From an optimization exercise on the open Yosys and OpenROAD flow, aimed at small area; shortcuts taken in it are not production practice. The RTL was checked by simulation tests, not by an equivalence proof against the original design. No activity file was given, so power comes from the tool's default toggle rates.

--- design/flow/design.v ---
module lpe_vstage (
    input  wire        clk,
    input  wire        rst,
    input  wire        clear,
    input  wire        start,
    input  wire [15:0] e,
    input  wire [15:0] kp_k,
    input  wire [3:0]  kp_s,
    input  wire [15:0] ki_k,
    input  wire [3:0]  ki_s,
    input  wire [15:0] ilim_lo,
    input  wire [15:0] ilim_hi,
    input  wire [15:0] ulim_lo,
    input  wire [15:0] ulim_hi,
    input  wire        cond,
    input  wire        bq1_en,
    input  wire [15:0] bq1_b0, bq1_b1, bq1_b2, bq1_a1, bq1_a2,
    input  wire        bq2_en,
    input  wire [15:0] bq2_b0, bq2_b1, bq2_b2, bq2_a1, bq2_a2,
    input  wire [15:0] vulim_lo,
    input  wire [15:0] vulim_hi,
    output reg         done,
    output reg  [15:0] iq0,         
    output reg         clamp_i
);
    localparam OP_KI = 4'd0, OP_KP = 4'd1,
               OP_A2A = 4'd2, OP_A1A = 4'd3, OP_B2A = 4'd4, OP_B1A = 4'd5, OP_B0A = 4'd6,
               OP_A2B = 4'd7, OP_A1B = 4'd8, OP_B2B = 4'd9, OP_B1B = 4'd10, OP_B0B = 4'd11,
               OP_NONE = 4'd15;
    reg [2:0] ph;                    
    reg [15:0] x1a, x2a, x1b, x2b;   
    reg [31:0] y1a, y2a, y1b, y2b;   
    reg [30:0] integ;
    reg [1:0]  lp;                   
    reg        zI, zB1, zB2;         
    reg        busy;
    reg [3:0]  op;
    reg [2:0]  dc;
    reg        run_m;
    reg        fin;
    reg [3:0]  fop;
    reg        clev, piend, bqend, bqj, fev;
    reg        wact, wsel;
    reg [2:0]  wcnt;
    reg [15:0] yv;                   
    reg [19:0] P;
    reg [23:0] L;
    reg        rb, zl;               
    reg [39:0] A;
    wire is_pi = (op == OP_KI) || (op == OP_KP);
    wire is_a  = (op == OP_A2A) || (op == OP_A1A) || (op == OP_A2B) || (op == OP_A1B);
    wire is_b  = (op == OP_B2A) || (op == OP_B1A) || (op == OP_B0A) ||
                 (op == OP_B2B) || (op == OP_B1B) || (op == OP_B0B);
    wire go    = busy && !run_m && (is_pi || (is_a && ph == 3'd0) || (is_b && ph[1:0] == 2'd0));
    wire act   = run_m || go;
    wire [2:0] dcc  = run_m ? dc : 3'd0;
    wire [2:0] lastd = is_pi ? 3'd5 : is_a ? 3'd7 : 3'd3;
    wire last  = act && (dcc == lastd);
    reg [3:0] nxt;
    always @(*) begin
        case (op)
            OP_KP:   nxt = bq1_en ? OP_A2A : bq2_en ? OP_A2B : OP_NONE;
            OP_B0A:  nxt = bq2_en ? OP_A2B : OP_NONE;
            OP_B0B:  nxt = OP_NONE;
            default: nxt = op + 4'd1;
        endcase
    end
    wire [3:0] m1 = {4{~zB1}};
    wire [3:0] m2 = {4{~zB2}};
    wire [3:0] x1a_o = x1a[3:0] & m1, x2a_o = x2a[3:0] & m1;
    wire [3:0] y1a_o = y1a[3:0] & m1, y2a_o = y2a[3:0] & m1;
    wire [3:0] x1b_o = x1b[3:0] & m2, x2b_o = x2b[3:0] & m2;
    wire [3:0] y1b_o = y1b[3:0] & m2, y2b_o = y2b[3:0] & m2;
    wire [3:0] ydig = yv[4*ph[1:0] +: 4];
    wire [1:0] q    = (op == OP_KI) ? ki_s[3:2] : kp_s[3:2];
    wire [2:0] eidx = dcc - {1'b0, q};
    wire       ev   = (dcc >= {1'b0, q}) && (eidx <= 3'd3);
    wire [3:0] edig = iq0[4*eidx[1:0] +: 4];
    reg [3:0]  D;
    reg        sgn;
    reg [15:0] coef;
    reg [1:0]  sh;
    always @(*) begin
        D = 4'd0; sgn = 1'b0; coef = 16'd0; sh = 2'd0;
        case (op)
            OP_KI:  begin D = ev ? edig : 4'd0; sgn = ev && eidx == 3'd3; coef = ki_k; sh = ki_s[1:0]; end
            OP_KP:  begin D = ev ? edig : 4'd0; sgn = ev && eidx == 3'd3; coef = kp_k; sh = kp_s[1:0]; end
            OP_A2A: begin D = y2a_o; sgn = dcc == 3'd7; coef = bq1_a2; sh = 2'd3; end
            OP_A1A: begin D = y1a_o; sgn = dcc == 3'd7; coef = bq1_a1; sh = 2'd3; end
            OP_B2A: begin D = x2a_o; sgn = dcc == 3'd3; coef = bq1_b2; sh = 2'd2; end
            OP_B1A: begin D = x1a_o; sgn = dcc == 3'd3; coef = bq1_b1; sh = 2'd2; end
            OP_B0A: begin D = ydig;  sgn = dcc == 3'd3; coef = bq1_b0; sh = 2'd2; end
            OP_A2B: begin D = y2b_o; sgn = dcc == 3'd7; coef = bq2_a2; sh = 2'd3; end
            OP_A1B: begin D = y1b_o; sgn = dcc == 3'd7; coef = bq2_a1; sh = 2'd3; end
            OP_B2B: begin D = x2b_o; sgn = dcc == 3'd3; coef = bq2_b2; sh = 2'd2; end
            OP_B1B: begin D = x1b_o; sgn = dcc == 3'd3; coef = bq2_b1; sh = 2'd2; end
            OP_B0B: begin D = ydig;  sgn = dcc == 3'd3; coef = bq2_b0; sh = 2'd2; end
            default: ;
        endcase
    end
    wire signed [18:0] K    = $signed({{3{coef[15]}}, coef}) <<< sh;
    wire signed [4:0]  Dm   = {sgn & D[3], D};
    wire signed [23:0] prod = K * Dm;
    wire signed [23:0] Pin  = run_m ? {{4{P[19]}}, P} : 24'sd0;
    wire signed [23:0] S    = Pin + prod;
    wire fpi   = (fop == OP_KI) || (fop == OP_KP);
    wire fa    = (fop == OP_A2A) || (fop == OP_A1A) || (fop == OP_A2B) || (fop == OP_A1B);
    wire ffst  = (fop == OP_A2A) || (fop == OP_A2B);
    wire [39:0] ext_bq = {{4{P[19]}}, P, L[23:8]};
    wire [39:0] ext_pi = {P[15:0], L};
    wire        rc     = rb & ~(P[19] & zl);        
    wire [39:0] Im     = zI ? 40'd0 : {{9{integ[30]}}, integ};
    wire [39:0] op1    = fpi ? Im : ffst ? 40'd0 : A;
    wire [39:0] op2    = fpi ? ext_pi : fa ? ~ext_bq : ext_bq;
    wire [39:0] Asum   = op1 + op2 + {39'd0, fa & ~rc};
    wire signed [39:0] As  = A;
    wire signed [39:0] ilo = {{9{ilim_lo[15]}}, ilim_lo, 15'd0};
    wire signed [39:0] ihi = {{9{ilim_hi[15]}}, ilim_hi, 15'd0};
    wire below = As < ilo;
    wire above = As > ihi;
    wire signed [15:0] es = iq0;
    wire hold = cond && ((lp == 2'b01 && es > 16'sd0) || (lp == 2'b11 && es < 16'sd0));
    wire        inc = A[14] & ~(A[39] & ~|A[13:0]);
    wire signed [25:0] raw = $signed({A[39], A[39:15]}) + $signed({25'd0, inc});
    wire signed [15:0] us  = (raw > 26'sd32767) ? 16'sd32767 :
                             (raw < -26'sd32768) ? -16'sd32768 : raw[15:0];
    wire signed [15:0] ulo = ulim_lo;
    wire signed [15:0] uhi = ulim_hi;
    wire signed [15:0] u   = (us < ulo) ? ulo : (us > uhi) ? uhi : us;
    wire [31:0] cA = (As < -40'sd1073741824) ? 32'hC0000000 :
                     (As >  40'sd1073709056) ? 32'h3FFF8000 : A[31:0];
    wire [3:0]  cdig = cA[4*ph +: 4];
    wire        wr   = bqend | wact;
    wire        wj   = bqend ? bqj : wsel;
    wire signed [15:0] ys  = yv;
    wire signed [15:0] vlo = vulim_lo;
    wire signed [15:0] vhi = vulim_hi;
    wire signed [15:0] fy  = (ys < vlo) ? vlo : (ys > vhi) ? vhi : ys;
    wire lastend = (piend & ~bq1_en & ~bq2_en) | (bqend & (bqj | ~bq2_en));
    always @(posedge clk) begin
        x2a <= {(act && op == OP_B2A) ? x1a_o : x2a[3:0], x2a[15:4]};
        x1a <= {(act && op == OP_B0A) ? ydig  : x1a[3:0], x1a[15:4]};
        y2a <= {(act && op == OP_A2A) ? y1a_o : y2a[3:0], y2a[31:4]};
        y1a <= {(wr && !wj)           ? cdig  : y1a[3:0], y1a[31:4]};
        x2b <= {(act && op == OP_B2B) ? x1b_o : x2b[3:0], x2b[15:4]};
        x1b <= {(act && op == OP_B0B) ? ydig  : x1b[3:0], x1b[15:4]};
        y2b <= {(act && op == OP_A2B) ? y1b_o : y2b[3:0], y2b[31:4]};
        y1b <= {(wr && wj)            ? cdig  : y1b[3:0], y1b[31:4]};
    end
    always @(posedge clk) begin
        P <= S[23:4];
        L <= {S[3:0], L[23:4]};
        case (dcc)
            3'd0:    zl <= (S[3:0] == 4'd0);
            3'd1,
            3'd2:    zl <= zl & (S[3:0] == 4'd0);
            3'd3:    begin zl <= zl & (S[2:0] == 3'd0); rb <= S[3]; end
            default: ;
        endcase
        if (fin) A <= Asum;
    end
    always @(posedge clk) begin
        if (rst) begin
            ph <= 3'd0;
            busy <= 1'b0; op <= OP_NONE; dc <= 3'd0; run_m <= 1'b0;
            fin <= 1'b0; fop <= 4'd0;
            clev <= 1'b0; piend <= 1'b0; bqend <= 1'b0; bqj <= 1'b0; fev <= 1'b0;
            wact <= 1'b0; wsel <= 1'b0; wcnt <= 3'd0;
            done <= 1'b0;
            zI <= 1'b1; zB1 <= 1'b1; zB2 <= 1'b1;
            lp <= 2'b00;
        end else begin
            ph   <= ph + 3'd1;
            done <= 1'b0;
            fin <= act && last;
            fop <= op;
            if (act) begin
                if (last) begin
                    run_m <= 1'b0;
                    op    <= nxt;
                end else begin
                    run_m <= 1'b1;
                    dc    <= dcc + 3'd1;
                end
            end
            clev  <= fin && fop == OP_KI;
            piend <= fin && fop == OP_KP;
            bqend <= fin && (fop == OP_B0A || fop == OP_B0B);
            bqj   <= fop == OP_B0B;
            fev   <= lastend;
            if (bqend) begin
                wact <= 1'b1; wsel <= bqj; wcnt <= 3'd6;
            end else if (wact) begin
                if (wcnt == 3'd0) wact <= 1'b0;
                wcnt <= wcnt - 3'd1;
            end
            if (!busy) begin
                if (clear) begin
                    zI <= 1'b1; zB1 <= 1'b1; zB2 <= 1'b1;
                    lp <= 2'b00;
                end else if (start) begin
                    iq0   <= e;
                    busy  <= 1'b1;
                    op    <= OP_KI;
                    run_m <= 1'b0;
                    zB1   <= zB1 | ~bq1_en;
                    zB2   <= zB2 | ~bq2_en;
                end
            end
            if (clev) begin
                clamp_i <= ~hold & (below | above);
                if (!hold) begin
                    integ <= below ? ilo[30:0] : above ? ihi[30:0] : A[30:0];
                    zI    <= 1'b0;
                end
            end
            if (piend) begin
                yv <= u;
                lp <= (u < raw) ? 2'b01 : (u > raw) ? 2'b11 : 2'b00;
            end
            if (bqend) begin
                yv <= us;
                if (us < raw)      lp <= 2'b01;
                else if (us > raw) lp <= 2'b11;
                if (bqj) zB2 <= 1'b0; else zB1 <= 1'b0;
            end
            if (fev) begin
                iq0 <= fy;
                if (fy < ys)      lp <= 2'b01;
                else if (fy > ys) lp <= 2'b11;
                done <= 1'b1;
                busy <= 1'b0;
            end
        end
    end
endmodule
--- design/flow/run.sh ---
#!/bin/bash
# synth_recipe.tcl (not shown) runs the flow's synth.tcl, then flattens the netlist and writes it again
# the make line also repeats each setting of config.mk as NAME=value (left out here)
make -C /OpenROAD-flow-scripts/flow DESIGN_CONFIG=/design/flow/config.mk WORK_HOME=/design/flow/orfs CLKGATE_MAP_FILE= SYNTH_SCRIPT=/design/flow/synth_recipe.tcl finish
--- design/flow/config.mk ---
export PLATFORM = sky130hd
export DESIGN_NAME = lpe_vstage
export DESIGN_NICKNAME = lpe_vstage
export VERILOG_FILES = /design/flow/design.v
export SDC_FILE = /design/flow/constraint.sdc
export NUM_CORES = 4
export LEC_CHECK = 0
export CAP_MARGIN = 20
export CORE_MARGIN = 2
export CORE_UTILIZATION = 40
export PLACE_DENSITY = 0.6
export SLEW_MARGIN = 20
--- design/flow/constraint.sdc ---
create_clock -name core_clock -period 15.0 [get_ports {clk}]
set_input_delay 3.0000 -clock core_clock [delete_from_list [all_inputs] [get_ports {clk}]]
set_output_delay 3.0000 -clock core_clock [all_outputs]
set_load 0.01 [all_outputs]
==> results of run 1 <==
## logic make-up after synthesis
kind of cell	count (synthesis)	synth area share, %
fa+ha+maj	360	19.80
compound gates	644	16.93
buf+inv	368	5.369
mux	129	5.916
simple gates	785	14.77
flops	375	33.18
xor+xnor	119	4.036
## state kept, by name, indices dropped and copies added (netlist names), 20 cells and up
name / flops
A: 40
L: 24
P: 20
integ: 31
y1a: 32
y1b: 32
y2a: 32
y2b: 32
## cells in the mapped netlist, types with 21 or more instances
cell / n
mux2i_1: 66
nand4_1: 60
a21o_1: 76
o21a_1: 32
inv_1: 250
o21ai_0: 105
xnor2_1: 66
and3_1: 34
a22o_1: 54
o211ai_1: 21
a221oi_1: 30
clkbuf_1: 101
a22oi_1: 66
xor2_1: 53
nand3_1: 40
nand2b_1: 46
edfxtp_1: 106
dfxtp_1: 269
nor3_1: 32
nor2_1: 203
nor2b_1: 30
nor4_1: 24
nand2_1: 231
mux2_2: 49
a21oi_1: 159
ha_1: 279
and2_1: 33
fa_1: 81
## layer usage
metal  part of all wire [%]  global-route usage (%)
met5                      0                       0
met4                    2.6                   7.434
met3                    5.1                   3.239
met1                     45                   34.18
met2                     47                   39.74
## worst max-delay path: stages
cell,delay (ns)
clkdlybuf4s50_1,0.41
mux2_2,0.31
ha_1,0.46
o21ai_0,0.13
a21oi_1,0.15
a21oi_1,0.08
nor2_1,0.25
a221o_1,0.68
and2_1,0.51
inv_1,0.28
fa_1,0.61
fa_1,0.45
fa_1,0.54
inv_1,0.06
fa_1,0.53
fa_1,0.47
a21o_1,0.17
a21oi_1,0.22
o21bai_1,0.09
a21oi_1,0.23
o21bai_1,0.11
a21oi_1,0.38
o211ai_1,0.20
nand2_1,0.12
o2111ai_1,0.15
a31o_2,0.26
a21oi_1,0.18
xnor2_1,0.14
## per-stage QoR
step,worst slack [ns],cell area [sq um]
5_1_grt,3.672,31470
4_1_cts,4.323,31460
3_5_place_dp,3.705,30090
6_report,4.294,31470
3_3_place_gp,3.966,30090
2_1_floorplan,5.099,25820
## power by group through the flow
stage                     Clock [mW]  Combinational, mW  Sequential, mW
after floorplan                    0              0.387            1.11
after global placement             0              0.589            1.12
after detailed placement           0              0.601            1.12
after CTS                       1.04              0.606            1.10
after global routing            1.09              0.668            1.10
final                           1.02              0.608            1.10
## worst paths after layout
check                end  slack, ns  cells after the start    start
hold reg to reg   y1a[4]       0.32                      0   y1a[8]
setup reg to reg   lp[1]       4.92                     29    A[13]
setup / recovery   P[19]       4.29                     28  ki_s[2]
hold / removal    y1a[4]       0.32                      0   y1a[8]
## cell usage in the layout, fill, tap and decap left out, types with 46 or more instances in the layout
master / n
mux2_2: 49
nand2_1: 231
xnor2_1: 66
nand4_1: 60
a21o_1: 76
a22o_1: 54
ha_1: 279
dfxtp_1: 268
xor2_1: 53
edfxtp_1: 106
inv_1: 250
fa_1: 81
nand2b_1: 46
a22oi_1: 66
nor2_1: 202
o21ai_0: 104
a21oi_1: 157
clkdlybuf4s50_1: 336
mux2i_1: 66
## final cells by class
cell class,count,share of cell area (%)
repair buffers,368,11.45
clock inverters,22,0.8231
clock buffers,50,3.555
flip-flops and latches,375,27.24
multi-input cells,2037,50.54
inverters,250,2.982
well taps,855,3.400
==> results.yml, run 1 <==
detailed_routing:
  wl_per_cell_um: 21.04
  vias_per_cell: 5.533
  drc: 0
  drtIter0Drc: 1618
  dr.pass1.iters: 5
  via_count: 21900
  wirelength_um: 83250
  antenna_left: 0
sta:
  finalCriticalPeriod_ns: 10.71
  whs_ns: 0.3206
  fmax_mhz: 93.41
  relSlewSlack_pct: 24.09
  finalHoldViolCount: 0
  fin_crit_sh_pct: 71.37
  tightest_slew_ns: 1.124
  slew_viol_final: 0
  setup_tns_ns: 0
  setup_viol: 0
  rsz0062_at_grt: "no"
  skew_ns: 0.02515
synth:
  netlist_instances: 2780
  synthArstFlopShare_pct: 0
  avgSynthCellArea_sq_um: 9.289
  netlist_area_sq_mm: 0.02582
  yosysWarningCount: 1
  synth_seq_cells: 375
  synth_cell_types: 72
  synth_fp_nets: 3459
  yosysTopAreaCell: "dfxtp_1"
  ys_seq_area_share_pct: 33.18
  ys_top_cells_by_area: "dfxtp_1 (21%), ha_1 (14%), edfxtp_1 (12%)"
  synth_ff_type: "dfxtp_1"
  synth_enable_flop_cells: 106
  synth_top_area_share_pct: 20.85
run_status:
  outcome: "complete, no violations"
placed_design:
  numPortBuffers: 336
  placed_cells: 3885
  dp_hpwl_um: 65740
  gp_congestion: 0.8701
cells_and_area:
  drive_gt1_share_pct: 6.576
  fillCellCount: 5945
  syn_to_final_growth_pct: 21.85
  multiInputGateArea_sq_mm: 0.01590
  final_cells: 3957
  nets: 3750
  final_util_pct: 49.08
  n_antenna_cell: 0
  regArea_sq_mm: 0.008572
clock_network:
  cts_buffer_depth: 3
  postCtsHoldBufs: 0
  cts_setup_buffers: 0
  clk_latency_ns: 0.58
  clkSinkCount: 375
  clkTransAtPathRegs_ns: 0.06
  cts_tree: "yes"
  cts_max_level: 2
  clock-root-buffer: "clkbuf_16"
  post_cts_resized: 0
  cts_made_buffers: 39
power:
  intPower_mw: 1.948
  p_sw_uw: 776.3
  p_comb_share_pct: 22.3
  finalPower_mw: 2.725
  power_frac_seq_pct: 40.2
  p_leak_nw: 13.80
  p_clk_share_pct: 37.5
  p_per_area_mw_per_mm2: 86.59
  ir_worst_vdd_uv: 101.1
  switching_share_pct: 28.49
worst_setup_path:
  critPathCaptureType: "register"
  cp.required_ns: 15.50
  arrival_ns: 11.20
  cp_max_fo: 19
  cp-start-kind: "input port"
  worst-setup-path-type: "in -> reg"
global_routing:
  grt_use_total_pct: 24.58
  grt_pass1_vias: 22130
  grt_pass1_wl_um: 128400
  grt_max_degree: 72
  antenna_found_initial: 0
  grt_overflow: 0
die:
  die_h_um: 258.1
  core_sq_mm: 0.06412
  initial_utilization_pct: 40.27
  dieArea_sq_mm: 0.06661
  die_x_um: 258.1
  rows: 93
  io-pin-count: 337
hold_path:
  hp-class: "reg -> reg"
job:
  maxCapViolCount: 0
==> run 2: changes to the inputs <==
--- a/design/flow/design.v
+++ b/design/flow/design.v
@@ -27,6 +27,30 @@
                OP_A2A = 4'd2, OP_A1A = 4'd3, OP_B2A = 4'd4, OP_B1A = 4'd5, OP_B0A = 4'd6,
                OP_A2B = 4'd7, OP_A1B = 4'd8, OP_B2B = 4'd9, OP_B1B = 4'd10, OP_B0B = 4'd11,
                OP_NONE = 4'd15;
+    function automatic [39:0] add40(input [39:0] a, input [39:0] b, input c);
+        integer i;
+        reg cy;
+        begin
+            cy = c;
+            for (i = 0; i < 40; i = i + 1) begin
+                add40[i] = a[i] ^ b[i] ^ cy;
+                cy = (a[i] & b[i]) | (cy & (a[i] ^ b[i]));
+            end
+        end
+    endfunction
+    function automatic lt26(input [25:0] a, input [25:0] b);
+        integer i;
+        reg cy;
+        reg [25:0] x, y;
+        begin
+            x = a ^ 26'h2000000;
+            y = b ^ 26'h2000000;
+            cy = 1'b1;
+            for (i = 0; i < 26; i = i + 1)
+                cy = (x[i] & ~y[i]) | ((x[i] | ~y[i]) & cy);
+            lt26 = ~cy;
+        end
+    endfunction
     reg [2:0] ph;                    
     reg [15:0] x1a, x2a, x1b, x2b;   
     reg [31:0] y1a, y2a, y1b, y2b;   
@@ -42,9 +66,9 @@
     reg        clev, piend, bqend, bqj, fev;
     reg        wact, wsel;
     reg [2:0]  wcnt;
-    reg [15:0] yv;                   
     reg [19:0] P;
     reg [23:0] L;
+    reg        pb;                   
     reg        rb, zl;               
     reg [39:0] A;
     wire is_pi = (op == OP_KI) || (op == OP_KP);
@@ -71,7 +95,7 @@
     wire [3:0] y1a_o = y1a[3:0] & m1, y2a_o = y2a[3:0] & m1;
     wire [3:0] x1b_o = x1b[3:0] & m2, x2b_o = x2b[3:0] & m2;
     wire [3:0] y1b_o = y1b[3:0] & m2, y2b_o = y2b[3:0] & m2;
-    wire [3:0] ydig = yv[4*ph[1:0] +: 4];
+    wire [3:0] ydig = iq0[4*ph[1:0] +: 4];
     wire [1:0] q    = (op == OP_KI) ? ki_s[3:2] : kp_s[3:2];
     wire [2:0] eidx = dcc - {1'b0, q};
     wire       ev   = (dcc >= {1'b0, q}) && (eidx <= 3'd3);
@@ -98,11 +122,33 @@
             default: ;
         endcase
     end
-    wire signed [18:0] K    = $signed({{3{coef[15]}}, coef}) <<< sh;
-    wire signed [4:0]  Dm   = {sgn & D[3], D};
-    wire signed [23:0] prod = K * Dm;
-    wire signed [23:0] Pin  = run_m ? {{4{P[19]}}, P} : 24'sd0;
-    wire signed [23:0] S    = Pin + prod;
+    wire [18:0] K   = $signed({{3{coef[15]}}, coef}) <<< sh;
+    wire        yp  = run_m & pb;                  
+    wire        n0  = D[1] & ~(D[0] & yp);
+    wire        o0  = D[0] ^ yp;
+    wire        t0  = (D[1] & ~D[0] & ~yp) | (~D[1] & D[0] & yp);
+    wire        n1  = D[3] & ~(D[2] & D[1]);
+    wire        o1  = D[2] ^ D[1];
+    wire        t1  = (D[3] & ~D[2] & ~D[1]) | (~D[3] & D[2] & D[1]);
+    wire [19:0] K2  = {K, 1'b0};
+    wire [19:0] Ks  = {K[18], K};
+    wire [19:0] R0  = ((Ks & {20{o0}}) | (K2 & {20{t0}})) ^ {20{n0}};
+    wire [19:0] R1  = ((Ks & {20{o1}}) | (K2 & {20{t1}})) ^ {20{n1}};
+    wire [23:0] X   = run_m ? {{4{P[19]}}, P} : 24'd0;
+    wire [23:0] Y   = {{4{R0[19]}}, R0};
+    wire [23:0] Z   = {{2{R1[19]}}, R1, n1, n1};
+    wire [23:0] cs  = X ^ Y ^ Z;
+    wire [23:0] cc  = {((X[22:0] & Y[22:0]) | (X[22:0] & Z[22:0]) | (Y[22:0] & Z[22:0])), n0};
+    reg  [23:0] S;
+    always @(*) begin : cpa
+        integer i;
+        reg cy;
+        cy = n1;
+        for (i = 0; i < 24; i = i + 1) begin
+            S[i] = cs[i] ^ cc[i] ^ cy;
+            cy = (cs[i] & cc[i]) | (cy & (cs[i] ^ cc[i]));
+        end
+    end
     wire fpi   = (fop == OP_KI) || (fop == OP_KP);
     wire fa    = (fop == OP_A2A) || (fop == OP_A1A) || (fop == OP_A2B) || (fop == OP_A1B);
     wire ffst  = (fop == OP_A2A) || (fop == OP_A2B);
@@ -112,30 +158,41 @@
     wire [39:0] Im     = zI ? 40'd0 : {{9{integ[30]}}, integ};
     wire [39:0] op1    = fpi ? Im : ffst ? 40'd0 : A;
     wire [39:0] op2    = fpi ? ext_pi : fa ? ~ext_bq : ext_bq;
-    wire [39:0] Asum   = op1 + op2 + {39'd0, fa & ~rc};
-    wire signed [39:0] As  = A;
-    wire signed [39:0] ilo = {{9{ilim_lo[15]}}, ilim_lo, 15'd0};
-    wire signed [39:0] ihi = {{9{ilim_hi[15]}}, ilim_hi, 15'd0};
-    wire below = As < ilo;
-    wire above = As > ihi;
+    wire [39:0] Asum   = add40(op1, op2, fa & ~rc);
+    wire [24:0] Ah  = A[39:15];
+    wire        Anz = |A[14:0];
+    wire [24:0] ilo = {{9{ilim_lo[15]}}, ilim_lo};
+    wire [24:0] ihi = {{9{ilim_hi[15]}}, ilim_hi};
+    wire below = lt26({Ah[24], Ah}, {ilo[24], ilo});           
+    wire above = lt26({ihi, 1'b0}, {Ah, Anz});                 
     wire signed [15:0] es = iq0;
     wire hold = cond && ((lp == 2'b01 && es > 16'sd0) || (lp == 2'b11 && es < 16'sd0));
     wire        inc = A[14] & ~(A[39] & ~|A[13:0]);
-    wire signed [25:0] raw = $signed({A[39], A[39:15]}) + $signed({25'd0, inc});
-    wire signed [15:0] us  = (raw > 26'sd32767) ? 16'sd32767 :
-                             (raw < -26'sd32768) ? -16'sd32768 : raw[15:0];
-    wire signed [15:0] ulo = ulim_lo;
-    wire signed [15:0] uhi = ulim_hi;
-    wire signed [15:0] u   = (us < ulo) ? ulo : (us > uhi) ? uhi : us;
-    wire [31:0] cA = (As < -40'sd1073741824) ? 32'hC0000000 :
-                     (As >  40'sd1073709056) ? 32'h3FFF8000 : A[31:0];
+    reg  [25:0] raw;
+    always @(*) begin : rinc
+        integer i;
+        reg cy;
+        cy = inc;
+        for (i = 0; i < 26; i = i + 1) begin
+            raw[i] = (i == 25 ? A[39] : A[15 + (i > 24 ? 24 : i)]) ^ cy;
+            cy = (i == 25 ? A[39] : A[15 + (i > 24 ? 24 : i)]) & cy;
+        end
+    end
+    wire        sat_hi = ~raw[25] & |raw[24:15];
+    wire        sat_lo =  raw[25] & ~&raw[24:15];
+    wire [15:0] us     = sat_hi ? 16'h7FFF : sat_lo ? 16'h8000 : raw[15:0];
+    wire        u_hi   = lt26({{10{ulim_hi[15]}}, ulim_hi}, raw);
+    wire        u_lo   = lt26(raw, {{10{ulim_lo[15]}}, ulim_lo});
+    wire [15:0] u      = u_hi ? ulim_hi : u_lo ? ulim_lo : raw[15:0];
+    wire        c_lo = A[39] & ~&A[38:30];
+    wire        c_hi = ~A[39] & (|A[38:30] | (&A[29:15] & Anz));
+    wire [31:0] cA = c_lo ? 32'hC0000000 : c_hi ? 32'h3FFF8000 : A[31:0];
     wire [3:0]  cdig = cA[4*ph +: 4];
     wire        wr   = bqend | wact;
     wire        wj   = bqend ? bqj : wsel;
-    wire signed [15:0] ys  = yv;
-    wire signed [15:0] vlo = vulim_lo;
-    wire signed [15:0] vhi = vulim_hi;
-    wire signed [15:0] fy  = (ys < vlo) ? vlo : (ys > vhi) ? vhi : ys;
+    wire        f_lo = lt26({{10{iq0[15]}}, iq0}, {{10{vulim_lo[15]}}, vulim_lo});
+    wire        f_hi = lt26({{10{vulim_hi[15]}}, vulim_hi}, {{10{iq0[15]}}, iq0});
+    wire [15:0] fy   = f_lo ? vulim_lo : f_hi ? vulim_hi : iq0;
     wire lastend = (piend & ~bq1_en & ~bq2_en) | (bqend & (bqj | ~bq2_en));
     always @(posedge clk) begin
         x2a <= {(act && op == OP_B2A) ? x1a_o : x2a[3:0], x2a[15:4]};
@@ -149,6 +206,7 @@
     end
     always @(posedge clk) begin
         P <= S[23:4];
+        pb <= D[3] & ~sgn;
         L <= {S[3:0], L[23:4]};
         case (dcc)
             3'd0:    zl <= (S[3:0] == 4'd0);
@@ -210,24 +268,24 @@
             if (clev) begin
                 clamp_i <= ~hold & (below | above);
                 if (!hold) begin
-                    integ <= below ? ilo[30:0] : above ? ihi[30:0] : A[30:0];
+                    integ <= below ? {ilim_lo, 15'd0} : above ? {ilim_hi, 15'd0} : A[30:0];
                     zI    <= 1'b0;
                 end
             end
             if (piend) begin
-                yv <= u;
-                lp <= (u < raw) ? 2'b01 : (u > raw) ? 2'b11 : 2'b00;
+                iq0 <= u;
+                lp <= u_hi ? 2'b01 : u_lo ? 2'b11 : 2'b00;
             end
             if (bqend) begin
-                yv <= us;
-                if (us < raw)      lp <= 2'b01;
-                else if (us > raw) lp <= 2'b11;
+                iq0 <= us;
+                if (sat_hi)      lp <= 2'b01;
+                else if (sat_lo) lp <= 2'b11;
                 if (bqj) zB2 <= 1'b0; else zB1 <= 1'b0;
             end
             if (fev) begin
                 iq0 <= fy;
-                if (fy < ys)      lp <= 2'b01;
-                else if (fy > ys) lp <= 2'b11;
+                if (f_hi)      lp <= 2'b01;
+                else if (f_lo) lp <= 2'b11;
                 done <= 1'b1;
                 busy <= 1'b0;
             end
==> results.yml, run 2 <==
run_status:
  outcome: "complete, no violations"
placed_design:
  dp_hpwl_um: 55570
  gp_congestion: 0.9584
  numPortBuffers: 336
  place_ws_ns: -0.9552
worst_setup_path:
  cp-start-kind: "input port"
  regToRegEndpoint: "A[39]"
  arrival_ns: 15.06
  cpPeakStageDelay_ns: 0.48
  r2r_cells: 48
  reg2reg_setup_slack_ns: 0.44
  cp_max_fo: 4
  r2r-start: "fop[3]"
  critPathCaptureType: "register"
  cpMostUsedCell: "fa_2"
  cp.required_ns: 15.40
  cp_slowest_cell: "fa_2"
  worst-setup-path-type: "in -> reg"
detailed_routing:
  drc: 0
  antenna_left: 0
  wirelength_um: 71150
  via_count: 17620
  wl_per_cell_um: 23.24
  drtIter0Drc: 1343
  dr.pass1.iters: 6
  vias_per_cell: 5.753
synth:
  yosysTopAreaCell: "dfxtp_1"
  synthArstFlopShare_pct: 0
  ys_top_cells_by_area: "dfxtp_1 (27%), edfxtp_1 (13%), fa_1 (8.3%)"
  yosysWarningCount: 1
  netlist_area_sq_mm: 0.02024
  synth.most_common_cell: "dfxtp_1"
  synthTopCellsByCount: "dfxtp_1 (270), inv_1 (156), nor2_1 (129)"
  synth_cell_types: 93
  synth_enable_flop_cells: 90
  synth_seq_cells: 360
  synth_fp_nets: 2486
  avgSynthCellArea_sq_um: 9.921
  synth_top_area_share_pct: 26.71
  ys_seq_area_share_pct: 40.06
  netlist_instances: 2040
  synth_ff_type: "dfxtp_1"
global_routing:
  gr-usage-met3_pct: 5.589
  grt_pass1_wl_um: 107500
  grt_overflow: 0
  grt_max_degree: 72
  met1_usage_pct: 34.60
  antenna_found_initial: 5
  grt_use_total_pct: 26.67
  use_met2_pct: 44.11
  grt_pass1_vias: 17580
  top_usage_layer: "met2"
clock_network:
  cts_made_buffers: 37
  clock-root-buffer: "clkbuf_16"
  cts_max_level: 2
  cts_buffer_depth: 3
  clkSinkCount: 360
  clkTransAtPathRegs_ns: 0.07
  cts_setup_buffers: 0
  clk_latency_ns: 0.55
  postCtsHoldBufs: 0
  cts_tree: "yes"
sta:
  finalHoldViolCount: 0
  setup_tns_ns: 0
  fin_crit_sh_pct: 97.76
  tightest_slew_ns: 1.120
  skew_ns: 0.02788
  relSlewSlack_pct: 23.43
  rsz0062_at_grt: "no"
  setup_ws_ns: 0.3357
  slew_viol_final: 0
  setup_viol: 0
  finalCriticalPeriod_ns: 14.66
  fmax_mhz: 68.19
die:
  io-pin-count: 337
  core_sq_mm: 0.05007
  dieArea_sq_mm: 0.05241
  die_h_um: 228.9
  rows: 82
  initial_utilization_pct: 40.42
  die_x_um: 228.9
hold_path:
  hp-start: "x2a[13]"
  hold_end: "x2a[9]"
  hp-class: "reg -> reg"
  holdPathStages: 0
cells_and_area:
  mostFrequentLayoutCell: "clkdlybuf4s50_1"
  final_cell_mix: "clkdlybuf4s50_1 (335), dfxtp_1 (264), inv_1 (155)"
  largest_register_ffs: 40
  syn_to_final_growth_pct: 28.17
  drive_gt1_share_pct: 11.52
  top_register: "A"
  nets: 2804
  fillCellCount: 4531
power:
  p_leak_nw: 10.20
  finalPower_mw: 2.638
  p_per_area_mw_per_mm2: 101.7
  ir_worst_vdd_uv: 82.64
job:
  maxCapViolCount: 0
==> run 2: timing repair <==
action / CTS / global route
pin swaps: 11 / 34
endpoints found under the setup margin: 5 / 5
resized for setup: 17 / 9
==> run 2: worst max path at each step <==
stage,end,depth (start not counted),from
5_1_grt,A[39],48,fop[0]
3_5_place_dp,P[18],35,kp_s[2]
2_1_floorplan,A[39],50,fop[0]
3_3_place_gp,P[18],35,kp_s[2]
6_report,P[18],36,ki_s[2]
4_1_cts,P[18],36,ki_s[2]
==> run 2: metrics by stage <==
| stage | utilization [%] | area (sq um) | hold slack [ns] | cells |
|---|---|---|---|---|
| 2_1_floorplan | - | 20420 | 0.3096 | 2040 |
| 3_3_place_gp | 49.08 | 24570 | 0.3096 | 2991 |
| 3_5_place_dp | 49.10 | 24580 | 0.3121 | 2991 |
| 4_1_cts | 51.71 | 25890 | 0.3204 | 3059 |
| 5_1_grt | 51.80 | 25940 | 0.3248 | 3061 |
| 6_report | 51.81 | 25940 | 0.3174 | 3062 |
==> run 2: cells by family (layout without fill, tap and decap cells) <==
kind of cell,count (synthesis),count (layout),share of synthesized area [%]
mux,68,68,4.377
flops,360,360,40.06
buf+inv,274,621,5.428
other cells,0,3,0
fa+ha+maj,143,143,11.76
compound gates,578,578,20.73
xor+xnor,84,84,3.635
simple gates,533,533,14.01
==> run 2: power breakdown <==
group | internal (mW) | total, mW | switching (mW)
Clock | 0.526 | 0.929 | 0.403
Combinational | 0.274 | 0.598 | 0.324
Sequential | 1.06 | 1.11 | 0.0479
==> run 2: layout make-up <==
class / count / area [sq um] / share of cell area [%]
Clock inverter: 19 / 188.9 / 0.7284
Clock buffer: 49 / 1056 / 4.071
Timing Repair Buffer: 396 / 3816 / 14.71
Sequential cell: 360 / 8115 / 31.29
Tap cell: 672 / 840.8 / 3.242
Antenna cell: 3 / 7.507 / 0.02894
Multi-Input combinational cell: 1406 / 11320 / 43.66
Inverter: 157 / 589.3 / 2.272
==> run 2: critical path, delay by kind of cell <==
| family | cells | cell delay, ns |
|---|---|---|
| AND/OR/NAND/NOR | 2 | 0.40 |
| XOR/XNOR | 1 | 0.17 |
| adder cells (fa/ha/maj) | 26 | 9.99 |
| AO/OA/AOI/OAI | 1 | 0.09 |
| buffers and inverters | 3 | 0.56 |
| multiplexers | 3 | 0.82 |
==> run 2: metal layers <==
metal  up-vias  wire length (um)
li1       8116                 -
met1      8559             29870
met2       831             32980
met3       107              5810
met4         2              2472
met5         -                16
==> run 3: changes to the inputs <==
--- a/design/flow/config.mk
+++ b/design/flow/config.mk
@@ -7,6 +7,6 @@
 export LEC_CHECK = 0
 export CAP_MARGIN = 20
 export CORE_MARGIN = 2
-export CORE_UTILIZATION = 40
-export PLACE_DENSITY = 0.6
+export CORE_UTILIZATION = 65
+export PLACE_DENSITY = 0.75
 export SLEW_MARGIN = 20
==> results.yml, run 3 <==
synth:
  synth_cell_types: 93
  synth_seq_cells: 360
  avgSynthCellArea_sq_um: 9.921
  ys_seq_area_share_pct: 40.06
  yosysWarningCount: 1
  synth_top_area_share_pct: 26.71
  yosysTopAreaCell: "dfxtp_1"
  synthTopCellsByCount: "dfxtp_1 (270), inv_1 (156), nor2_1 (129)"
  synth.most_common_cell: "dfxtp_1"
  synth_enable_flop_cells: 90
  synth_fp_nets: 2486
  synthArstFlopShare_pct: 0
  netlist_area_sq_mm: 0.02024
  ys_top_cells_by_area: "dfxtp_1 (27%), edfxtp_1 (13%), fa_1 (8.3%)"
  netlist_instances: 2040
  synth_ff_type: "dfxtp_1"
detailed_routing:
  wl_per_cell_um: 27.83
  drc: 0
  via_count: 19670
  dr.pass1.iters: 9
  vias_per_cell: 7.082
  antenna_left: 0
  drtIter0Drc: 2931
  wirelength_um: 77300
cells_and_area:
  final_util_pct: 83.32
  drive_gt1_share_pct: 11.02
  mostFrequentLayoutCell: "clkdlybuf4s50_1"
  final_cells: 2777
  final_cell_mix: "clkdlybuf4s50_1 (336), dfxtp_1 (264), inv_1 (154)"
  top_register: "A"
  syn_to_final_growth_pct: 25.94
  nets: 2798
  largest_register_ffs: 40
global_routing:
  grt_max_degree: 63
  grt_overflow: 0
  grt_pass1_wl_um: 113800
  antenna_found_initial: 8
  grt_pass1_vias: 19660
  grt_use_total_pct: 45.45
sta:
  skew_ns: 0.02478
  slew_viol_final: 0
  fmax_mhz: 67.68
  setup_ws_ns: 0.2241
  setup_tns_ns: 0
  fin_crit_sh_pct: 98.51
  relSlewSlack_pct: 23.29
  tightest_slew_ns: 1.143
  finalHoldViolCount: 0
  setup_viol: 0
  finalCriticalPeriod_ns: 14.78
power:
  p_sw_uw: 829.4
  finalPower_mw: 2.686
  p_leak_nw: 10.12
  switching_share_pct: 30.88
  p_comb_share_pct: 24.3
  intPower_mw: 1.857
  ir_worst_vdd_uv: 83.22
  power_frac_seq_pct: 41.7
  p_clk_share_pct: 34.0
  p_per_area_mw_per_mm2: 105.4
placed_design:
  placed_cells: 2711
  place_ws_ns: -0.7593
  gp_congestion: 1.008
  dp_hpwl_um: 52590
  numPortBuffers: 336
die:
  die_x_um: 180.5
  dieArea_sq_mm: 0.03256
  die_h_um: 180.5
  core_sq_mm: 0.03059
  initial_utilization_pct: 66.16
  io-pin-count: 337
  rows: 64
clock_network:
  cts_made_buffers: 34
  cts_max_level: 2
  cts_buffer_depth: 3
  clkTransAtPathRegs_ns: 0.07
  postCtsHoldBufs: 0
  clkSinkCount: 360
  clock-root-buffer: "clkbuf_16"
  clk_latency_ns: 0.54
  cts_tree: "yes"
worst_setup_path:
  cpPeakStageDelay_ns: 0.42
  cp-start-kind: "register"
  critPathCaptureType: "register"
  arrival_ns: 15.04
  worst-setup-path-type: "reg -> reg"
  cpMostUsedCell: "fa_2"
  cp.required_ns: 15.27
  cp_slowest_cell: "fa_2"
  cp_max_fo: 5
hold_path:
  hp-class: "reg -> reg"
job:
  maxCapViolCount: 0
run_status:
  outcome: "complete, no violations"
==> run 3: critical path, delay by kind of cell, from the launching register on <==
| family | cells | cell delay (ns) |
|---|---|---|
| adders and majority gates | 38 | 12.65 |
| xor gates and xnor gates | 3 | 0.46 |
| buffers and inverters | 4 | 0.43 |
| DFF | 1 | 0.38 |
| and+or+nand+nor | 2 | 0.34 |
| AOI/OAI and AO/OA | 1 | 0.23 |
==> run 3: cell type report <==
| class | count | area (sq um) |
|---|---|---|
| multi-input combinational | 1406 | 11330 |
| sequential | 360 | 8118 |
| fill | 1674 | 5101 |
| timing repair buffer | 393 | 3791 |
| clock buffer | 46 | 957.2 |
| inverter | 157 | 589.3 |
| tap | 396 | 495.5 |
| clock inverter | 15 | 195.2 |
| antenna | 4 | 10.01 |
==> run 3: power groups by stage <==
stage	registers [mW]	logic, mW	clock network [mW]
floorplan	1.11	0.355	0
global placement	1.13	0.552	0
detailed placement	1.13	0.586	0
CTS	1.11	0.617	0.895
global route	1.12	0.690	0.942
finish	1.12	0.653	0.914
==> run 3: logic make-up (layout without fill, tap and decap cells) <==
group / count (synthesis) / in the layout / synth area share, %
and+or+nand+nor: 533 / 533 / 14.01
DFF: 360 / 360 / 40.06
xor gates and xnor gates: 84 / 84 / 3.635
muxes: 68 / 68 / 4.377
buffers and inverters: 274 / 611 / 5.428
AOI/OAI and AO/OA: 578 / 578 / 20.73
adders and majority gates: 143 / 143 / 11.76
other: 0 / 4 / 0
==> run 3: stage by stage <==
| stage | hold slack [ns] | instance area (sq um) |
|---|---|---|
| final | 0.3206 | 25490 |
| after global routing | 0.3229 | 25490 |
| after CTS | 0.3176 | 25440 |
| after detailed placement | 0.3121 | 24210 |
| after global placement | 0.3096 | 24190 |
| after floorplan | 0.3096 | 20420 |
==> run 3: path summary, 6_finish.rpt <==
| path | depth (start not counted) | endpoint | slack [ns] | from |
|---|---|---|---|---|
| worst max register to register | 48 | A[39] | 0.22 | fop[1] |
| worst max-delay path | 48 | A[39] | 0.22 | fop[1] |
| worst min register to register | 0 | y1a[9] | 0.32 | y1a[13] |
| worst min-delay path | 0 | y1a[9] | 0.32 | y1a[13] |
==> run 3: routing by layer <==
metal | GRT usage (%) | routed length [um]
met5 | 0 | 16
met4 | 35.71 | 7550
met3 | 13.26 | 9687
met2 | 74.05 | 35210
met1 | 49.83 | 24830
==> run 3: repair_timing <==
item / 4_1_cts / 5_1_grt
setup buffers: 1 / 0
gates resized for setup: 19 / 10
setup endpoints to repair: 5 / 6
pin swaps: 26 / 41
endpoints found under the hold margin: 0 / 0
==> run 4: changes to the inputs <==
--- a/design/flow/design.v
+++ b/design/flow/design.v
@@ -124,10 +124,10 @@
     end
     wire [18:0] K   = $signed({{3{coef[15]}}, coef}) <<< sh;
     wire        yp  = run_m & pb;                  
-    wire        n0  = D[1] & ~(D[0] & yp);
+    wire        n0  = (D[1] & ~(D[0] & yp)) ^ is_a;    
     wire        o0  = D[0] ^ yp;
     wire        t0  = (D[1] & ~D[0] & ~yp) | (~D[1] & D[0] & yp);
-    wire        n1  = D[3] & ~(D[2] & D[1]);
+    wire        n1  = (D[3] & ~(D[2] & D[1])) ^ is_a;
     wire        o1  = D[2] ^ D[1];
     wire        t1  = (D[3] & ~D[2] & ~D[1]) | (~D[3] & D[2] & D[1]);
     wire [19:0] K2  = {K, 1'b0};
@@ -157,8 +157,8 @@
     wire        rc     = rb & ~(P[19] & zl);        
     wire [39:0] Im     = zI ? 40'd0 : {{9{integ[30]}}, integ};
     wire [39:0] op1    = fpi ? Im : ffst ? 40'd0 : A;
-    wire [39:0] op2    = fpi ? ext_pi : fa ? ~ext_bq : ext_bq;
-    wire [39:0] Asum   = add40(op1, op2, fa & ~rc);
+    wire [39:0] op2    = fpi ? ext_pi : ext_bq;
+    wire [39:0] Asum   = add40(op1, op2, fa & rc);
     wire [24:0] Ah  = A[39:15];
     wire        Anz = |A[14:0];
     wire [24:0] ilo = {{9{ilim_lo[15]}}, ilim_lo};
@@ -178,12 +178,11 @@
             cy = (i == 25 ? A[39] : A[15 + (i > 24 ? 24 : i)]) & cy;
         end
     end
-    wire        sat_hi = ~raw[25] & |raw[24:15];
-    wire        sat_lo =  raw[25] & ~&raw[24:15];
-    wire [15:0] us     = sat_hi ? 16'h7FFF : sat_lo ? 16'h8000 : raw[15:0];
-    wire        u_hi   = lt26({{10{ulim_hi[15]}}, ulim_hi}, raw);
-    wire        u_lo   = lt26(raw, {{10{ulim_lo[15]}}, ulim_lo});
-    wire [15:0] u      = u_hi ? ulim_hi : u_lo ? ulim_lo : raw[15:0];
+    wire [15:0] clo    = piend ? ulim_lo : 16'h8000;
+    wire [15:0] chi    = piend ? ulim_hi : 16'h7FFF;
+    wire        u_hi   = lt26({{10{chi[15]}}, chi}, raw);
+    wire        u_lo   = lt26(raw, {{10{clo[15]}}, clo});
+    wire [15:0] u      = u_hi ? chi : u_lo ? clo : raw[15:0];
     wire        c_lo = A[39] & ~&A[38:30];
     wire        c_hi = ~A[39] & (|A[38:30] | (&A[29:15] & Anz));
     wire [31:0] cA = c_lo ? 32'hC0000000 : c_hi ? 32'h3FFF8000 : A[31:0];
@@ -277,9 +276,9 @@
                 lp <= u_hi ? 2'b01 : u_lo ? 2'b11 : 2'b00;
             end
             if (bqend) begin
-                iq0 <= us;
-                if (sat_hi)      lp <= 2'b01;
-                else if (sat_lo) lp <= 2'b11;
+                iq0 <= u;
+                if (u_hi)      lp <= 2'b01;
+                else if (u_lo) lp <= 2'b11;
                 if (bqj) zB2 <= 1'b0; else zB1 <= 1'b0;
             end
             if (fev) begin
==> design/flow/flow/run.sh (new file) <==
#!/bin/bash
# The standard layout, with every port buffered by a buf_1 instead of the
# default clkdlybuf4s50_1.  make's output goes to layout.log here; ORFS keeps
# each step's log under orfs/logs.
set -euo pipefail
bash standard.sh "BUFFER_PORTS_ARGS=-buffer_cell sky130_fd_sc_hd__buf_1" finish > layout.log 2>&1
==> design/flow/standard.sh (new file) <==
#!/bin/bash
# synth_recipe.tcl (not shown) runs the flow's synth.tcl, then flattens the netlist and writes it again
# the make line also repeats each setting of config.mk as NAME=value (left out here)
make -C /OpenROAD-flow-scripts/flow DESIGN_CONFIG=/design/flow/config.mk WORK_HOME=/design/flow/orfs CLKGATE_MAP_FILE= SYNTH_SCRIPT=/design/flow/synth_recipe.tcl "${@:-finish}"
--- a/design/flow/config.mk
+++ b/design/flow/config.mk
@@ -7,6 +7,6 @@
 export LEC_CHECK = 0
 export CAP_MARGIN = 20
 export CORE_MARGIN = 2
-export CORE_UTILIZATION = 65
-export PLACE_DENSITY = 0.75
+export CORE_UTILIZATION = 40
+export PLACE_DENSITY = 0.6
 export SLEW_MARGIN = 20
removed: design/flow/run.sh
==> results.yml, run 4 <==
synth:
  synth_cell_types: 97
  netlist_instances: 1965
  synth_ff_type: "dfxtp_1"
  avgSynthCellArea_sq_um: 10.11
  netlist_area_sq_mm: 0.01987
  yosysTopAreaCell: "dfxtp_1"
  synth.most_common_cell: "dfxtp_1"
  synth_seq_cells: 360
  synth_top_area_share_pct: 27.20
  synth_enable_flop_cells: 90
  synth_fp_nets: 2411
  ys_top_cells_by_area: "dfxtp_1 (27%), edfxtp_1 (14%), fa_1 (8.5%)"
  yosysWarningCount: 1
  synthArstFlopShare_pct: 0
  ys_seq_area_share_pct: 40.80
  synthTopCellsByCount: "dfxtp_1 (270), nand2_1 (157), inv_1 (117)"
worst_setup_path:
  cpPeakStageDelay_ns: 0.41
  r2r_cells: 45
  cp_slowest_cell: "fa_2"
  r2r-start: "fop[2]"
  crit_buf_inv: 3
  crit_family: "adder cells"
  cp.required_ns: 15.28
  cp-start-kind: "register"
  critPathCaptureType: "register"
  cpMostUsedCell: "fa_2"
  reg2reg_setup_slack_ns: 0.39
  worst-setup-path-type: "reg -> reg"
  arrival_ns: 14.89
  regToRegEndpoint: "A[38]"
  cp_max_fo: 4
run_status:
  outcome: "complete, no violations"
die:
  rows: 81
  initial_utilization_pct: 40.60
  die_h_um: 226.9
  dieArea_sq_mm: 0.05148
  io-pin-count: 337
  core_sq_mm: 0.04895
  die_x_um: 226.9
detailed_routing:
  vias_per_cell: 5.745
  wl_per_cell_um: 23.53
  dr.pass1.iters: 6
  wirelength_um: 70080
  via_count: 17110
  antenna_left: 0
  drc: 0
  drtIter0Drc: 1618
cells_and_area:
  fillCellCount: 4626
  regArea_sq_mm: 0.008110
  largest_register_ffs: 40
  drive_gt1_share_pct: 12.02
  nets: 2734
  syn_to_final_growth_pct: 17.95
  multiInputGateArea_sq_mm: 0.01111
  final_cells: 2978
  top_register: "A"
  final_cell_mix: "buf_1 (336), dfxtp_1 (268), nand2_1 (157)"
  mostFrequentLayoutCell: "buf_1"
hold_path:
  hp-start: "y1b[8]"
  hold_end: "y1b[4]"
  holdPathStages: 0
  hp-class: "reg -> reg"
sta:
  skew_ns: 0.02612
  slew_viol_final: 0
  setup_tns_ns: 0
  finalHoldViolCount: 0
  finalCriticalPeriod_ns: 14.61
  fmax_mhz: 68.45
  rsz0062_at_grt: "no"
  relSlewSlack_pct: 28.51
  tightest_slew_ns: 1.072
  fin_crit_sh_pct: 97.39
  setup_viol: 0
power:
  p_leak_nw: 8.796
  p_per_area_mw_per_mm2: 115.5
  ir_worst_vdd_uv: 85.16
global_routing:
  antenna_found_initial: 0
  grt_use_total_pct: 26.70
  grt_overflow: 0
  grt_pass1_vias: 16740
  grt_pass1_wl_um: 102300
  grt_max_degree: 56
placed_design:
  numPortBuffers: 336
  placed_cells: 2911
  dp_hpwl_um: 53600
  gp_congestion: 0.8968
clock_network:
  clk_latency_ns: 0.55
  cts_made_buffers: 37
  cts_max_level: 2
  clkSinkCount: 360
  postCtsHoldBufs: 0
  cts_buffer_depth: 3
  clkTransAtPathRegs_ns: 0.06
  clock-root-buffer: "clkbuf_16"
  cts_tree: "yes"
job:
  maxCapViolCount: 0
==> run 4: changes by cell type after synthesis, sizes merged, moves of 17 or more <==
cell   delta
nand2    +39
and2     +17
nor2     -31
inv      -38
o21ai    -45
mux2i    +37
xor2     -35
==> run 4: kinds of logic (layout without fill, tap and decap cells) <==
kind of cell / Yosys count / in the layout / synth area share (%)
DFF: 360 / 360 / 40.80
muxes: 107 / 107 / 6.649
and+or+nand+nor: 556 / 556 / 14.34
buffers and inverters: 233 / 581 / 4.753
other: 0 / 1 / 0
adders and majority gates: 151 / 151 / 12.40
xor gates and xnor gates: 51 / 51 / 2.248
AOI/OAI and AO/OA: 507 / 507 / 18.81
==> run 4: final cells by class <==
class / count / share of cell area [%]
antenna: 1 / 0.01068
sequential: 360 / 34.60
clock inverter: 16 / 0.7313
multi-input combinational: 1372 / 47.38
tap: 664 / 3.544
clock buffer: 48 / 4.473
timing repair buffer: 397 / 7.334
inverter: 120 / 1.922
==> run 4: power breakdown <==
group          total [mW]  internal (mW)  switching, mW
sequential           1.16           1.10         0.0688
clock               0.924          0.532          0.392
combinational       0.618          0.251          0.367
==> run 4: routing by layer <==
metal,vias up,global-route usage [%],part of all wire (%)
met1,8335,33.24,41
li1,7833,-,-
met3,127,5.054,7.6
met2,814,45.81,48
met5,-,0,0
met4,0,10.04,3.7
==> run 4: worst max path at each step <==
stage	end	cells after the start	startpoint
4_1_cts	A[38]	44	fop[1]
5_1_grt	P[18]	37	ki_s[2]
3_3_place_gp	P[18]	37	ki_s[2]
2_1_floorplan	A[38]	46	fop[3]
3_5_place_dp	P[18]	36	ki_s[2]
6_report	A[38]	45	fop[2]
==> run 4: through the flow <==
stage / power (mW) / setup slack [ns] / area [sq um] / hold WS [ns] / utilization (%)
after CTS: 2.718 / 0.01974 / 23390 / 0.3251 / 47.79
after global routing: 2.832 / 0.002245 / 23440 / 0.3270 / 47.88
after floorplan: 1.544 / 0.01482 / 20070 / 0.3096 / -
final: 2.706 / 0.3910 / 23440 / 0.3218 / 47.88
after global placement: 1.779 / -0.1350 / 22130 / 0.3095 / 45.21
after detailed placement: 1.790 / -0.2779 / 22130 / 0.3121 / 45.21
==> run 4: what timing repair did <==
item | CTS | global route
buffers inserted | 1 | 0
gates resized for setup | 8 | 5
endpoints found under the setup margin | 3 | 4
pin swaps | 5 | 13
==> run 5: changes to the inputs <==
--- a/design/flow/design.v
+++ b/design/flow/design.v
@@ -27,28 +27,41 @@
                OP_A2A = 4'd2, OP_A1A = 4'd3, OP_B2A = 4'd4, OP_B1A = 4'd5, OP_B0A = 4'd6,
                OP_A2B = 4'd7, OP_A1B = 4'd8, OP_B2B = 4'd9, OP_B1B = 4'd10, OP_B0B = 4'd11,
                OP_NONE = 4'd15;
-    function automatic [39:0] add40(input [39:0] a, input [39:0] b, input c);
+    function automatic [35:0] add36(input [35:0] a, input [35:0] b, input c);
         integer i;
         reg cy;
         begin
             cy = c;
-            for (i = 0; i < 40; i = i + 1) begin
-                add40[i] = a[i] ^ b[i] ^ cy;
+            for (i = 0; i < 36; i = i + 1) begin
+                add36[i] = a[i] ^ b[i] ^ cy;
                 cy = (a[i] & b[i]) | (cy & (a[i] ^ b[i]));
             end
         end
     endfunction
-    function automatic lt26(input [25:0] a, input [25:0] b);
+    function automatic lt22(input [21:0] a, input [21:0] b);
         integer i;
         reg cy;
-        reg [25:0] x, y;
+        reg [21:0] x, y;
         begin
-            x = a ^ 26'h2000000;
-            y = b ^ 26'h2000000;
+            x = a ^ 22'h200000;
+            y = b ^ 22'h200000;
             cy = 1'b1;
-            for (i = 0; i < 26; i = i + 1)
+            for (i = 0; i < 22; i = i + 1)
                 cy = (x[i] & ~y[i]) | ((x[i] | ~y[i]) & cy);
-            lt26 = ~cy;
+            lt22 = ~cy;
+        end
+    endfunction
+    function automatic lt16(input [15:0] a, input [15:0] b);
+        integer i;
+        reg cy;
+        reg [15:0] x, y;
+        begin
+            x = a ^ 16'h8000;
+            y = b ^ 16'h8000;
+            cy = 1'b1;
+            for (i = 0; i < 16; i = i + 1)
+                cy = (x[i] & ~y[i]) | ((x[i] | ~y[i]) & cy);
+            lt16 = ~cy;
         end
     endfunction
     reg [2:0] ph;                    
@@ -70,7 +83,7 @@
     reg [23:0] L;
     reg        pb;                   
     reg        rb, zl;               
-    reg [39:0] A;
+    reg [35:0] A;                    
     wire is_pi = (op == OP_KI) || (op == OP_KP);
     wire is_a  = (op == OP_A2A) || (op == OP_A1A) || (op == OP_A2B) || (op == OP_A1B);
     wire is_b  = (op == OP_B2A) || (op == OP_B1A) || (op == OP_B0A) ||
@@ -152,45 +165,48 @@
     wire fpi   = (fop == OP_KI) || (fop == OP_KP);
     wire fa    = (fop == OP_A2A) || (fop == OP_A1A) || (fop == OP_A2B) || (fop == OP_A1B);
     wire ffst  = (fop == OP_A2A) || (fop == OP_A2B);
-    wire [39:0] ext_bq = {{4{P[19]}}, P, L[23:8]};
-    wire [39:0] ext_pi = {P[15:0], L};
+    wire [35:0] ext_bq = {P, L[23:8]};
+    wire        psat   = (P[15:10] != {6{P[15]}});
+    wire [35:0] ext_pi = psat ? {P[15], 1'b1, 34'd0} : {P[11:0], L};
     wire        rc     = rb & ~(P[19] & zl);        
-    wire [39:0] Im     = zI ? 40'd0 : {{9{integ[30]}}, integ};
-    wire [39:0] op1    = fpi ? Im : ffst ? 40'd0 : A;
-    wire [39:0] op2    = fpi ? ext_pi : ext_bq;
-    wire [39:0] Asum   = add40(op1, op2, fa & rc);
-    wire [24:0] Ah  = A[39:15];
+    wire [35:0] Im     = zI ? 36'd0 : {{5{integ[30]}}, integ};
+    wire [35:0] op1    = fpi ? Im : ffst ? 36'd0 : A;
+    wire [35:0] op2    = fpi ? ext_pi : ext_bq;
+    wire [35:0] Asum   = add36(op1, op2, fa & rc);
+    wire [20:0] Ah  = A[35:15];
     wire        Anz = |A[14:0];
-    wire [24:0] ilo = {{9{ilim_lo[15]}}, ilim_lo};
-    wire [24:0] ihi = {{9{ilim_hi[15]}}, ilim_hi};
-    wire below = lt26({Ah[24], Ah}, {ilo[24], ilo});           
-    wire above = lt26({ihi, 1'b0}, {Ah, Anz});                 
+    wire [20:0] ilo = {{5{ilim_lo[15]}}, ilim_lo};
+    wire [20:0] ihi = {{5{ilim_hi[15]}}, ilim_hi};
+    wire below = lt22({Ah[20], Ah}, {ilo[20], ilo});           
+    wire above = lt22({ihi, 1'b0}, {Ah, Anz});                 
     wire signed [15:0] es = iq0;
     wire hold = cond && ((lp == 2'b01 && es > 16'sd0) || (lp == 2'b11 && es < 16'sd0));
-    wire        inc = A[14] & ~(A[39] & ~|A[13:0]);
-    reg  [25:0] raw;
+    wire        inc = A[14] & ~(A[35] & ~|A[13:0]);
+    reg  [21:0] raw;
     always @(*) begin : rinc
         integer i;
         reg cy;
+        reg [21:0] h;
+        h = {A[35], A[35:15]};
         cy = inc;
-        for (i = 0; i < 26; i = i + 1) begin
-            raw[i] = (i == 25 ? A[39] : A[15 + (i > 24 ? 24 : i)]) ^ cy;
-            cy = (i == 25 ? A[39] : A[15 + (i > 24 ? 24 : i)]) & cy;
+        for (i = 0; i < 22; i = i + 1) begin
+            raw[i] = h[i] ^ cy;
+            cy = h[i] & cy;
         end
     end
     wire [15:0] clo    = piend ? ulim_lo : 16'h8000;
     wire [15:0] chi    = piend ? ulim_hi : 16'h7FFF;
-    wire        u_hi   = lt26({{10{chi[15]}}, chi}, raw);
-    wire        u_lo   = lt26(raw, {{10{clo[15]}}, clo});
+    wire        u_hi   = lt22({{6{chi[15]}}, chi}, raw);
+    wire        u_lo   = lt22(raw, {{6{clo[15]}}, clo});
     wire [15:0] u      = u_hi ? chi : u_lo ? clo : raw[15:0];
-    wire        c_lo = A[39] & ~&A[38:30];
-    wire        c_hi = ~A[39] & (|A[38:30] | (&A[29:15] & Anz));
+    wire        c_lo = A[35] & ~&A[34:30];
+    wire        c_hi = ~A[35] & (|A[34:30] | (&A[29:15] & Anz));
     wire [31:0] cA = c_lo ? 32'hC0000000 : c_hi ? 32'h3FFF8000 : A[31:0];
     wire [3:0]  cdig = cA[4*ph +: 4];
     wire        wr   = bqend | wact;
     wire        wj   = bqend ? bqj : wsel;
-    wire        f_lo = lt26({{10{iq0[15]}}, iq0}, {{10{vulim_lo[15]}}, vulim_lo});
-    wire        f_hi = lt26({{10{vulim_hi[15]}}, vulim_hi}, {{10{iq0[15]}}, iq0});
+    wire        f_lo = lt16(iq0, vulim_lo);
+    wire        f_hi = lt16(vulim_hi, iq0);
     wire [15:0] fy   = f_lo ? vulim_lo : f_hi ? vulim_hi : iq0;
     wire lastend = (piend & ~bq1_en & ~bq2_en) | (bqend & (bqj | ~bq2_en));
     always @(posedge clk) begin
==> design/flow/flow/run.sh (replaced) <==
#!/bin/bash
# The standard layout with two changes:
#  - every port is buffered by a buf_1 instead of the default clkdlybuf4s50_1;
#  - clock tree synthesis builds from clkbuf_4/clkbuf_8 and adds no dummy loads.
# make's output goes to layout.log here; ORFS keeps each step's log under orfs/logs.
set -euo pipefail
bash standard.sh \
  "BUFFER_PORTS_ARGS=-buffer_cell sky130_fd_sc_hd__buf_1" \
  "CTS_ARGS=-sink_clustering_enable -repair_clock_nets -dont_use_dummy_load -buf_list {sky130_fd_sc_hd__clkbuf_4 sky130_fd_sc_hd__clkbuf_8}" \
  finish > layout.log 2>&1
==> results.yml, run 5 <==
run_status:
  outcome: "complete, no violations"
sta:
  finalHoldViolCount: 0
  setup_viol: 0
  rsz0062_at_grt: "no"
  relSlewSlack_pct: 26.64
  slew_viol_final: 0
  tightest_slew_ns: 1.100
  fin_crit_sh_pct: 97.28
  whs_ns: 0.2929
  setup_ws_ns: 0.4079
  finalCriticalPeriod_ns: 14.59
  setup_tns_ns: 0
  skew_ns: 0.07354
  fmax_mhz: 68.53
clock_network:
  cts_buffer_depth: 3
  cts_tree: "yes"
  clkSinkCount: 356
  clkTransAtPathRegs_ns: 0.06
  cts_max_level: 2
  clock-root-buffer: "clkbuf_8"
  cts_made_buffers: 57
  clk_latency_ns: 0.62
global_routing:
  grt_pass1_wl_um: 99550
  grt_pass1_vias: 16280
  grt_overflow: 0
  grt_max_degree: 38
  antenna_found_initial: 0
  grt_use_total_pct: 26.59
worst_setup_path:
  crit_family: "adder cells"
  cpMostUsedCell: "fa_2"
  r2r_cells: 44
  cp_slowest_cell: "fa_2"
  crit_buf_inv: 2
  cpPeakStageDelay_ns: 0.49
  arrival_ns: 15.02
  critPathCaptureType: "register"
  worst-setup-path-type: "in -> reg"
  cp.required_ns: 15.42
  cp.depth: 35
  cp_max_fo: 5
  cp-start-kind: "input port"
placed_design:
  placed_cell_area_sq_mm: 0.02138
  place_ws_ns: -0.2546
  numPortBuffers: 336
  gp_congestion: 0.9249
  dp_hpwl_um: 52940
  placed_cells: 2794
synth:
  netlist_instances: 1872
  ys_top_cells_by_area: "dfxtp_1 (28%), edfxtp_1 (14%), fa_1 (8.4%)"
  yosysTopAreaCell: "dfxtp_1"
  netlist_area_sq_mm: 0.01907
  ys_seq_area_share_pct: 41.89
  synth_ff_type: "dfxtp_1"
  synth_fp_nets: 2310
  muxShareOfSynthArea_pct: 7.835
  synthAdderAreaFrac_pct: 12.40
  yosysWarningCount: 1
  synth_compound_area_share_pct: 18.28
  synth_top_family_by_area: "compound AO/OA/AOI/OAI gates"
  synth.most_common_cell: "dfxtp_1"
  synthArstFlopShare_pct: 0
  synth_top_area_share_pct: 28.35
  synth_xor_area_share_pct: 2.343
  avgSynthCellArea_sq_um: 10.19
  synth_seq_cells: 356
  synth_enable_flop_cells: 86
  synthTopCellsByCount: "dfxtp_1 (270), nand2_1 (128), inv_1 (126)"
  synthSimpleGateAreaFrac_pct: 12.40
  synth_cell_types: 87
detailed_routing:
  wirelength_um: 67310
  wl_per_cell_um: 23.59
  drtIter0Drc: 1278
  antenna_left: 0
  dr.pass1.iters: 6
  via_count: 16280
  drc: 0
  vias_per_cell: 5.707
cells_and_area:
  final_cell_mix: "buf_1 (335), dfxtp_1 (270), nand2_1 (128)"
  mostFrequentLayoutCell: "buf_1"
  n_antenna_cell: 0
  syn_to_final_growth_pct: 16.60
  fillCellCount: 4584
  drive_gt1_share_pct: 11.57
  final_cells: 2853
  final_area_sq_mm: 0.02223
  nets: 2678
  final_util_pct: 46.96
  largest_register_ffs: 36
  top_register: "A"
power:
  p_per_area_mw_per_mm2: 107.1
  p_leak_nw: 8.654
  ir_worst_vdd_uv: 72.76
  finalPower_mw: 2.381
die:
  io-pin-count: 337
  initial_utilization_pct: 40.27
  dieArea_sq_mm: 0.04943
  core_sq_mm: 0.04735
  die_x_um: 222.3
  rows: 80
  die_h_um: 222.3
hold_path:
  holdPathStages: 0
  hp-class: "reg -> reg"
job:
  maxCapViolCount: 0
-- run 5: changes by cell type after synthesis, sizes merged, moves of 15 or more --
cell / before / now
and3: 13 / 50
a21oi: 67 / 97
nand2: 157 / 128
o211ai: 33 / 6
nand3: 47 / 28
nand4: 24 / 8
nor2: 99 / 83
mux2i: 78 / 93
-- run 5: logic make-up (layout without fill, tap and decap cells) --
group	after synthesis	in the layout
AO/OA/AOI/OAI	496	496
AND/OR/NAND/NOR	463	463
flip-flops	356	356
buffers and inverters	230	596
adder cells (fa/ha/maj)	146	146
multiplexers	130	130
XOR/XNOR	51	51
-- run 5: routing by layer --
layer,part of all wire (%),up-vias,global-route usage (%)
li1,-,7511,-
met1,41,7889,33.48
met2,47,735,45.63
met3,6.9,148,4.337
met4,4.5,0,10.48
met5,0,-,0
-- run 5: path summary, 6_finish.rpt --
kind	slack (ns)	startpoint	endpoint
worst max register to register	0.51	P[13]	A[35]
worst min register to register	0.29	y2b[21]	y2b[17]
worst min-delay path	0.29	y2b[21]	y2b[17]
worst max-delay path	0.41	ki_s[2]	P[18]
-- run 5: power breakdown --
group,internal (mW),switching (mW)
registers,1.08,0.0659
logic,0.241,0.329
clock network,0.333,0.335
total,1.65,0.730
-- run 5: timing repair --
action / CTS / global route
pin swaps: 1 / 2
gates resized for setup: 5 / 11
setup buffers: 1 / 1
setup endpoints to repair: 3 / 4
hold endpoints to repair: 0 / 0
hold buffers: 0 / 0
-- run 5: worst reg2reg max path: cells and delay by family, from the launching register on --
family          cells  cell delay, ns
simple gates        4            0.61
buf+inv             2            0.17
xor+xnor            2            0.22
compound gates      1            0.09
fa+ha+maj          35           12.78
flops               1            0.36
-- run 5: final cells by class --
type                    count  area [sq um]  area share [%]
multi-input cells        1286         10380           46.68
well taps                 615         769.5           3.461
flip-flops and latches    356          7988           35.93
repair buffers            413          1841           8.278
clock buffers              57         784.5           3.528
inverters                 126         473.0           2.127

==> port drivers added, routing unchanged <==
Ports are ideal in the flow. The routed layouts listed here were re-timed in OpenROAD.
Step 1 sets driving cells, clkbuf_16 on the clock port and buf_2 on the other inputs (assumed; they add their load-dependent delay and slew).
Step 2 moves the port delays by t, midway between the first and last clock arrival at a register: inputs arrive t later, outputs are due t later. That takes back most of the time a late clock gives input paths.
a / b / c = ideal / step 1 / step 2; a / b = the first two.
run | t, ns | setup slack, ns | slew at the worst register clock pin (ns) | cell pins on the clock port's net
run 1 | 0.631 | 4.294 / 4.334 / 3.702 | 0.07 / 0.07 | 1
run 2 | 0.590 | 0.336 / 0.368 / -0.222 | 0.07 / 0.07 | 1
run 3 | 0.588 | 0.224 / 0.224 / -0.332 | 0.08 / 0.08 | 1
run 4 | 0.599 | 0.391 / 0.391 / -0.142 | 0.07 / 0.07 | 1
run 5 | 0.638 | 0.408 / 0.441 / -0.197 | 0.06 / 0.06 | 1
With both steps, setup timing fails in run 2, run 3, run 4 and run 5, where it was met with ideal ports. The setup slack of run 5, which loses most, moves by +0.033 ns with the drivers and by -0.605 ns with both steps.
